Context: an optimization exercise on an open-source flow, tuned for small area, a short achievable clock period and few clock cycles. The choices shown serve that exercise and are no tape-out recipe.
In this exercise RTL edits were held to simulation tests only and were not proved equivalent to the original.

File: flow/config.mk
export PLATFORM = sky130hd
export DESIGN_NAME = loop_chain
export DESIGN_NICKNAME = loop_chain
export VERILOG_FILES = /design/flow/design.v
export SDC_FILE = /design/flow/constraint.sdc
export NUM_CORES = 4
export LEC_CHECK = 0
export CAP_MARGIN = 20
export CELL_PAD_IN_SITES_DETAIL_PLACEMENT = 1
export CELL_PAD_IN_SITES_GLOBAL_PLACEMENT = 2
export CORE_MARGIN = 2
export CORE_UTILIZATION = 25
export PLACE_DENSITY = 0.4
export SLEW_MARGIN = 20
File: flow/constraint.sdc
create_clock -name core_clock -period 28.0 [get_ports {clk}]
set_input_delay 5.6000 -clock core_clock [delete_from_list [all_inputs] [get_ports {clk}]]
set_output_delay 5.6000 -clock core_clock [all_outputs]
set_load 0.01 [all_outputs]
File: flow/design.v
module lc_term (
    input  wire signed [31:0] coef,
    input  wire signed [31:0] x,
    input  wire        [2:0]  lsh,
    input  wire        [4:0]  rsh,
    input  wire               first,
    input  wire signed [63:0] acc_in,
    output reg  signed [63:0] acc_out,
    output reg  signed [31:0] sum32
);
    localparam signed [71:0] MAX64 = 72'sh00_7FFF_FFFF_FFFF_FFFF;
    localparam signed [71:0] MIN64 = -72'sh00_8000_0000_0000_0000;
    reg signed [63:0] prod;
    reg signed [71:0] shl;
    reg signed [63:0] shl_sat;
    reg signed [64:0] rnd_add;
    reg signed [64:0] shr;
    reg signed [63:0] t;
    reg signed [64:0] a;
    reg signed [64:0] s;
    always @* begin
        prod = coef * x;
        shl = {{8{prod[63]}}, prod} <<< lsh;
        if (shl > MAX64)
            shl_sat = MAX64[63:0];
        else if (shl < MIN64)
            shl_sat = MIN64[63:0];
        else
            shl_sat = shl[63:0];
        if (rsh == 5'd0) begin
            rnd_add = 65'sd0;
        end else begin
            rnd_add = (65'sd1 <<< (rsh - 5'd1));
            if (shl_sat < 0)
                rnd_add = rnd_add - 65'sd1;
        end
        shr = ($signed({shl_sat[63], shl_sat}) + rnd_add) >>> rsh;
        t   = shr[63:0];
        a = first ? 65'sd0 : $signed({acc_in[63], acc_in});
        s = a + $signed({t[63], t});
        if (s > $signed(MAX64[64:0]))
            acc_out = MAX64[63:0];
        else if (s < $signed(MIN64[64:0]))
            acc_out = MIN64[63:0];
        else
            acc_out = s[63:0];
        if (acc_out > 64'sh0000_0000_7FFF_FFFF)
            sum32 = 32'sh7FFF_FFFF;
        else if (acc_out < -64'sh0000_0000_8000_0000)
            sum32 = 32'sh8000_0000;
        else
            sum32 = acc_out[31:0];
    end
endmodule
module loop_chain (
    input  wire        clk,
    input  wire        rst,         
    input  wire        cfg_we,
    input  wire [5:0]  cfg_addr,
    input  wire [31:0] cfg_data,
    input  wire        start,
    input  wire [31:0] in0,         
    input  wire [31:0] in1,         
    input  wire [31:0] in2,         
    output wire        ready,
    output reg         done,
    output reg  [31:0] y,
    output reg         limited,
    input  wire [3:0]  st_sel,
    output wire [31:0] st_q
);
    reg signed [31:0] coef [0:15];
    reg        [2:0]  lsh  [0:15];
    reg        [4:0]  rsh  [0:15];
    reg               b1_en, b2_en, aw_mode, wrap_en;
    reg signed [31:0] umin, umax, imin, imax;
    reg        [31:0] rate;
    reg signed [31:0] s [0:15];
    assign st_q = s[st_sel];
    localparam [4:0] ST_IDLE = 5'd0,
                     ST_E    = 5'd1,
                     ST_B1_0 = 5'd2,
                     ST_B1_1 = 5'd3,
                     ST_B1_2 = 5'd4,
                     ST_B1_3 = 5'd5,
                     ST_B1_4 = 5'd6,
                     ST_P    = 5'd7,
                     ST_D0   = 5'd8,
                     ST_D1   = 5'd9,
                     ST_I0   = 5'd10,
                     ST_I1   = 5'd11,
                     ST_I    = 5'd12,
                     ST_FF   = 5'd13,
                     ST_U1   = 5'd14,
                     ST_B2_0 = 5'd15,
                     ST_B2_1 = 5'd16,
                     ST_B2_2 = 5'd17,
                     ST_B2_3 = 5'd18,
                     ST_B2_4 = 5'd19,
                     ST_FIN  = 5'd20;
    reg [4:0] state;
    reg signed [31:0] in0_r, in1_r, in2_r;
    reg signed [31:0] e_r, ef_r, p_r, d_r, di_r, i_r, ff_r, u1_r, u2_r;
    reg signed [63:0] acc;
    assign ready = (state == ST_IDLE);
    function signed [31:0] sat32;
        input signed [35:0] v;
        begin
            if (v > 36'sh0_7FFF_FFFF)
                sat32 = 32'sh7FFF_FFFF;
            else if (v < -36'sh0_8000_0000)
                sat32 = 32'sh8000_0000;
            else
                sat32 = v[31:0];
        end
    endfunction
    function signed [31:0] clamp;
        input signed [31:0] v;
        input signed [31:0] lo;
        input signed [31:0] hi;
        begin
            if (v < lo)
                clamp = lo;
            else if (v > hi)
                clamp = hi;
            else
                clamp = v;
        end
    endfunction
    wire signed [35:0] e_full = {{4{in0_r[31]}}, in0_r} - {{4{in1_r[31]}}, in1_r};
    wire signed [31:0] e_val  = wrap_en ? e_full[31:0] : sat32(e_full);
    wire signed [35:0] efd_full = {{4{ef_r[31]}}, ef_r} - {{4{s[0][31]}}, s[0]};
    wire signed [31:0] efd      = sat32(efd_full);
    wire signed [35:0] i_full = {{4{s[2][31]}}, s[2]} + {{4{di_r[31]}}, di_r};
    wire signed [31:0] i_val  = clamp(sat32(i_full), imin, imax);
    wire signed [35:0] u1_full = {{4{p_r[31]}}, p_r} + {{4{i_r[31]}}, i_r}
                               + {{4{d_r[31]}}, d_r} + {{4{ff_r[31]}}, ff_r};
    wire signed [31:0] u1_val  = sat32(u1_full);
    wire signed [31:0] u_lim  = clamp(u2_r, umin, umax);
    wire signed [35:0] r_lo   = {{4{s[3][31]}}, s[3]} - {4'b0, rate};
    wire signed [35:0] r_hi   = {{4{s[3][31]}}, s[3]} + {4'b0, rate};
    wire signed [35:0] u_lim36 = {{4{u_lim[31]}}, u_lim};
    reg  signed [31:0] u_val;
    always @* begin
        u_val = u_lim;
        if (rate != 32'd0) begin
            if (u_lim36 < r_lo)
                u_val = r_lo[31:0];
            else if (u_lim36 > r_hi)
                u_val = r_hi[31:0];
        end
    end
    wire signed [35:0] s4_full = {{4{u_val[31]}}, u_val} - {{4{u2_r[31]}}, u2_r};
    reg [3:0]         tsel;       
    reg signed [31:0] opnd;       
    reg               tfirst;     
    always @* begin
        tsel   = 4'd0;
        opnd   = 32'sd0;
        tfirst = 1'b0;
        case (state)
            ST_B1_0: begin tsel = 4'd0;  opnd = e_r;  tfirst = 1'b1; end
            ST_B1_1: begin tsel = 4'd1;  opnd = s[5]; end
            ST_B1_2: begin tsel = 4'd2;  opnd = s[6]; end
            ST_B1_3: begin tsel = 4'd3;  opnd = s[7]; end
            ST_B1_4: begin tsel = 4'd4;  opnd = s[8]; end
            ST_P:    begin tsel = 4'd5;  opnd = ef_r; tfirst = 1'b1; end
            ST_D0:   begin tsel = 4'd8;  opnd = s[1]; tfirst = 1'b1; end
            ST_D1:   begin tsel = 4'd7;  opnd = efd;  end
            ST_I0:   begin tsel = 4'd6;  opnd = ef_r; tfirst = 1'b1; end
            ST_I1:   begin tsel = 4'd10; opnd = s[4]; end
            ST_FF:   begin tsel = 4'd9;  opnd = in2_r; tfirst = 1'b1; end
            ST_B2_0: begin tsel = 4'd11; opnd = u1_r; tfirst = 1'b1; end
            ST_B2_1: begin tsel = 4'd12; opnd = s[9]; end
            ST_B2_2: begin tsel = 4'd13; opnd = s[10]; end
            ST_B2_3: begin tsel = 4'd14; opnd = s[11]; end
            ST_B2_4: begin tsel = 4'd15; opnd = s[12]; end
            default: ;
        endcase
    end
    wire signed [63:0] acc_next;
    wire signed [31:0] sum32;
    lc_term u_term (
        .coef    (coef[tsel]),
        .x       (opnd),
        .lsh     (lsh[tsel]),
        .rsh     (rsh[tsel]),
        .first   (tfirst),
        .acc_in  (acc),
        .acc_out (acc_next),
        .sum32   (sum32)
    );
    wire aw_hold = (s[14] > 0 && ef_r > 0) || (s[14] < 0 && ef_r < 0);
    integer k;
    always @(posedge clk) begin
        if (rst) begin
            state   <= ST_IDLE;
            done    <= 1'b0;
            y       <= 32'd0;
            limited <= 1'b0;
            acc     <= 64'sd0;
            in0_r   <= 32'sd0;
            in1_r   <= 32'sd0;
            in2_r   <= 32'sd0;
            e_r     <= 32'sd0;
            ef_r    <= 32'sd0;
            p_r     <= 32'sd0;
            d_r     <= 32'sd0;
            di_r    <= 32'sd0;
            i_r     <= 32'sd0;
            ff_r    <= 32'sd0;
            u1_r    <= 32'sd0;
            u2_r    <= 32'sd0;
            b1_en   <= 1'b0;
            b2_en   <= 1'b0;
            aw_mode <= 1'b0;
            wrap_en <= 1'b0;
            umin    <= 32'sd0;
            umax    <= 32'sd0;
            imin    <= 32'sd0;
            imax    <= 32'sd0;
            rate    <= 32'd0;
            for (k = 0; k < 16; k = k + 1) begin
                coef[k] <= 32'sd0;
                lsh[k]  <= 3'd0;
                rsh[k]  <= 5'd0;
                s[k]    <= 32'sd0;
            end
        end else begin
            done <= 1'b0;
            acc  <= acc_next;
            case (state)
                ST_IDLE: begin
                    if (start) begin
                        in0_r <= in0;
                        in1_r <= in1;
                        in2_r <= in2;
                        state <= ST_E;
                    end else if (cfg_we) begin
                        case (cfg_addr[5:4])
                            2'd0: coef[cfg_addr[3:0]] <= cfg_data;
                            2'd1: begin
                                rsh[cfg_addr[3:0]] <= cfg_data[4:0];
                                lsh[cfg_addr[3:0]] <= cfg_data[7:5];
                            end
                            2'd2: case (cfg_addr[3:0])
                                4'd0: begin
                                    b1_en   <= cfg_data[0];
                                    b2_en   <= cfg_data[1];
                                    aw_mode <= cfg_data[2];
                                    wrap_en <= cfg_data[3];
                                end
                                4'd1: umin <= cfg_data;
                                4'd2: umax <= cfg_data;
                                4'd3: rate <= cfg_data;
                                4'd4: imin <= cfg_data;
                                4'd5: imax <= cfg_data;
                                default: ;
                            endcase
                            2'd3: s[cfg_addr[3:0]] <= cfg_data;
                        endcase
                    end
                end
                ST_E: begin
                    e_r <= e_val;
                    if (b1_en) begin
                        state <= ST_B1_0;
                    end else begin
                        ef_r  <= e_val;
                        state <= ST_P;
                    end
                end
                ST_B1_0: state <= ST_B1_1;
                ST_B1_1: state <= ST_B1_2;
                ST_B1_2: state <= ST_B1_3;
                ST_B1_3: state <= ST_B1_4;
                ST_B1_4: begin
                    ef_r  <= sum32;
                    s[6]  <= s[5];
                    s[5]  <= e_r;
                    s[8]  <= s[7];
                    s[7]  <= sum32;
                    state <= ST_P;
                end
                ST_P: begin
                    p_r   <= sum32;
                    state <= ST_D0;
                end
                ST_D0: state <= ST_D1;
                ST_D1: begin
                    d_r   <= sum32;
                    state <= ST_I0;
                end
                ST_I0: begin
                    if (aw_mode) begin
                        state <= ST_I1;
                    end else begin
                        di_r  <= aw_hold ? 32'sd0 : sum32;
                        state <= ST_I;
                    end
                end
                ST_I1: begin
                    di_r  <= sum32;
                    state <= ST_I;
                end
                ST_I: begin
                    i_r   <= i_val;
                    state <= ST_FF;
                end
                ST_FF: begin
                    ff_r  <= sum32;
                    state <= ST_U1;
                end
                ST_U1: begin
                    u1_r <= u1_val;
                    if (b2_en) begin
                        state <= ST_B2_0;
                    end else begin
                        u2_r  <= u1_val;
                        state <= ST_FIN;
                    end
                end
                ST_B2_0: state <= ST_B2_1;
                ST_B2_1: state <= ST_B2_2;
                ST_B2_2: state <= ST_B2_3;
                ST_B2_3: state <= ST_B2_4;
                ST_B2_4: begin
                    u2_r  <= sum32;
                    s[10] <= s[9];
                    s[9]  <= u1_r;
                    s[12] <= s[11];
                    s[11] <= sum32;
                    state <= ST_FIN;
                end
                ST_FIN: begin
                    s[14]   <= (u_val < u2_r) ? 32'sd1 :
                               (u_val > u2_r) ? -32'sd1 : 32'sd0;
                    s[4]    <= sat32(s4_full);
                    s[0]    <= ef_r;
                    s[1]    <= d_r;
                    s[2]    <= i_r;
                    s[3]    <= u_val;
                    y       <= u_val;
                    limited <= (u_val != u2_r);
                    done    <= 1'b1;
                    state   <= ST_IDLE;
                end
                default: state <= ST_IDLE;
            endcase
        end
    end
endmodule
File: flow/run.sh
#!/bin/bash
# synth_recipe.tcl (not shown) runs the flow's synth.tcl, then flattens the netlist and writes it again
# the make line also repeats each setting of config.mk as NAME=value (left out here)
make -C /OpenROAD-flow-scripts/flow DESIGN_CONFIG=/design/flow/config.mk WORK_HOME=/design/flow/orfs CLKGATE_MAP_FILE= SYNTH_SCRIPT=/design/flow/synth_recipe.tcl finish
==> run notes <==
[placed cells by master, fill, tap and decap left out, types with 530 or more instances in the layout]
cell type	instances
nand2_1	2299
inv_1	1421
nor2_1	1167
fa_1	1155
edfxtp_1	1152
a21oi_1	986
and2_1	770
ha_1	738
dfxtp_1	650
o21ai_0	540
buf_4	530
[cell families (layout without fill, tap and decap cells)]
kind of cell | count (synthesis) | in the layout | share of synthesized area, %
compound gates | 3698 | 3698 | 16.3
xor+xnor | 365 | 365 | 2.10
fa+ha+maj | 1896 | 1896 | 21.3
buf+inv | 2633 | 2629 | 6.56
flops | 1803 | 1803 | 31.3
mux | 490 | 490 | 4.60
other cells | 1 | 75 | 0.00246
simple gates | 5845 | 5845 | 17.9
[metrics by stage]
step | instance area (um2)
3_5_place_dp | 166000
5_1_grt | 174000
2_1_floorplan | 152000
4_1_cts | 174000
6_report | 174000
3_3_place_gp | 165000
[per-layer routing]
metal  up-vias  global-route usage (%)  wire length (um)
met5         -                       0               179
met4        28                    12.8             48100
met3      1172                    4.39             48500
met2      4290                    49.3            437000
met1     70961                    38.9            405000
li1      57452                       -                 -
[critical path, delay by kind of cell (launching register included)]
family                     cells  cell delay [ns]
and+or+nand+nor               17             4.81
xor gates and xnor gates       1             0.54
adders and majority gates     13             6.25
AOI/OAI and AO/OA             29            10.54
DFF                            1             0.40
muxes                          2             0.70
buffers and inverters          9             2.82
[sequential cells by signal, indices dropped and copies added, names as in the netlist, 48 cells and up]
name  count
coef    512
acc      64
s       512
lsh      48
rsh      80
[worst max path at each step]
| stage | from | to | slack, ns | cells after the start |
|---|---|---|---|---|
| 6_report | ef_r[0] | s[11][10] | 1.44 | 71 |
| 5_1_grt | ef_r[0] | ef_r[25] | 0.14 | 72 |
| 4_1_cts | ef_r[0] | s[11][25] | 1.50 | 70 |
| 3_5_place_dp | ef_r[0] | s[11][25] | 1.78 | 70 |
| 2_1_floorplan | ef_r[0] | s[11][10] | 7.96 | 75 |
| 3_3_place_gp | ef_r[0] | ef_r[25] | 1.68 | 72 |
[timing repair]
action | 4_1_cts | 5_1_grt
endpoints found under the setup margin | 0 | 142
hold buffers | 0 | 0
gates resized for setup | 0 | 2
[layout make-up]
type | count | area (um2)
clock buffer | 332 | 6810
sequential | 1803 | 47600
clock inverter | 130 | 1370
inverter | 1427 | 5370
antenna | 63 | 158
multi-input combinational | 12306 | 96400
timing repair buffer | 740 | 6140
fill | 69249 | 433000
tap | 8064 | 10100
==> results_dict.tcl <==
set metrics [dict create \
    hold_violations 0 \
    r2r_start "ef_r[0]" \
    via_count 133903 \
    worstMarginPinSlew_ns 1.31 \
    cts_sinks 1803 \
    setup_ws_ns 1.44 \
    cts_buffer_depth 4 \
    start_kind "flop" \
    clock_skew_ns 0.173 \
    placed_cells 24340 \
    ant_nets 0 \
    period_needed_ns 26.56 \
    synth-seq-cells 1803 \
    relSlewSlack_pct 12.4 \
    synth_top_area_share_pct 22.7 \
    slew_violations 0 \
    drc 0 \
    fin_setup_tns_ns 0 \
    dieHeight_um 785 \
    path_common_cell "fa_1" \
    antenna_found_initial 143 \
    rsz0062_at_grt "no" \
    yosysTopAreaCell "edfxtp_1" \
    arrival_ns 27.31 \
    status "timing/DRC/antenna clean" \
    worst_hold_slack_ns 0.459 \
    fin_cells 24865 \
    required_ns 28.75 \
    maxCapViolCount 0 \
    layout-drive-gt1-share_pct 9.09 \
    slowest_delay_ns 0.91 \
    max_freq_mhz 37.7 \
    netlist_instances 16731 \
    grt_overflow 0 \
    viasPerCell 5.39 \
    fin_util_pct 28.7 \
    yosysMostFrequentCell "nand2_1" \
    grt_max_degree 129 \
    endpoint_kind "flop" \
    drtPass1Iterations 8 \
    crit_type "reg2reg" \
    finalCritPeriodShare_pct 94.8 \
    cts_buffers 245 \
    gp_congestion 0.939 \
    wl_um 939000 \
    synth_warnings 2 \
    fp.dieW_um 785 \
    synthesis.area_um2 152000 \
    dp_hpwl_um 736000 \
    grt_usage_pct 29.9 \
    rr_endpoint "s[11][10]" \
    synthFlopType "edfxtp_1" \
    setup-violations-final 0 \
    start_util_pct 25.1 \
    r2r_cells 71 \
    crit_slowest_cell "o21ai_0" \
    wl_per_cell_um 37.8 \
    min_path_cells 2 \
    hp-class "reg2reg" \
    whs_endpoint "in1_r[17]" \
    preCtsSetupSlack_ns 1.78 \
    core_um2 607000 \
    area_delta_synth_final_pct 14.2 \
    io_pins 209 \
    drt_iter0_drc 11845 \
    synth_area_leaders "edfxtp_1 (23%), fa_1 (15%), dfxtp_1 (8.6%)" \
    cts_tree "yes" \
    die_area_um2 616000 \
    synth-edff-count 1152 \
    rows 286 \
    synth.avg_cell_area_um2 9.11 \
    grt_pass1_wl_um 1270000 \
    numPortBuffers 208 \
    cp_max_fo 53 \
    r2r_slack_ns 1.44 \
    cts-root-buf "clkbuf_16" \
    path_clk_slew_ns 0.06 \
    post_cts_buffers 0 \
    yosysSeqAreaShare_pct 31.3 \
    grt_pass1_vias 140472 \
    fin_nets 18559 \
    insertion_delay_ns 1.11 \
    synth.cells.most_frequent "nand2_1 (2,308), inv_1 (1,423), nor2_1 (1,223), fa_1 (1,156), edfxtp_1 (1,152)" \
    hp-start "in1_r[17]" \
    htreeDepth 4 \
    netlist-cell-type-count 98 \
    async_reset_ff_share_pct 0 \
]
Testbench counts, summed over its fixed seeds: cycles 31,424.

==> what the ideal ports hide <==
The results above use ideal ports. As a check the final layout listed here was re-extracted and re-timed, cells and wires unchanged.
Step 1, drivers: a clkbuf_16 drives clk and a buf_2 each remaining input, both assumed.
Step 2 times the ports against the registers' clock, not the clock port: input delays grow and output delays shrink by t, the midpoint of the rising clock arrivals with the driver on.
Three values: ideal, step 1, step 2; two values: the first two.
t, ns: 1.145
setup slack, ns: 1.443 / 1.443 / 1.443
worst setup path at the end: register to register
latest minus earliest clock arrival (ns): 0.173 / 0.173
After both steps setup and hold are still met in this run. For this run, drivers alone change the setup slack by 0.000 ns; drivers and shift together by 0.000 ns.
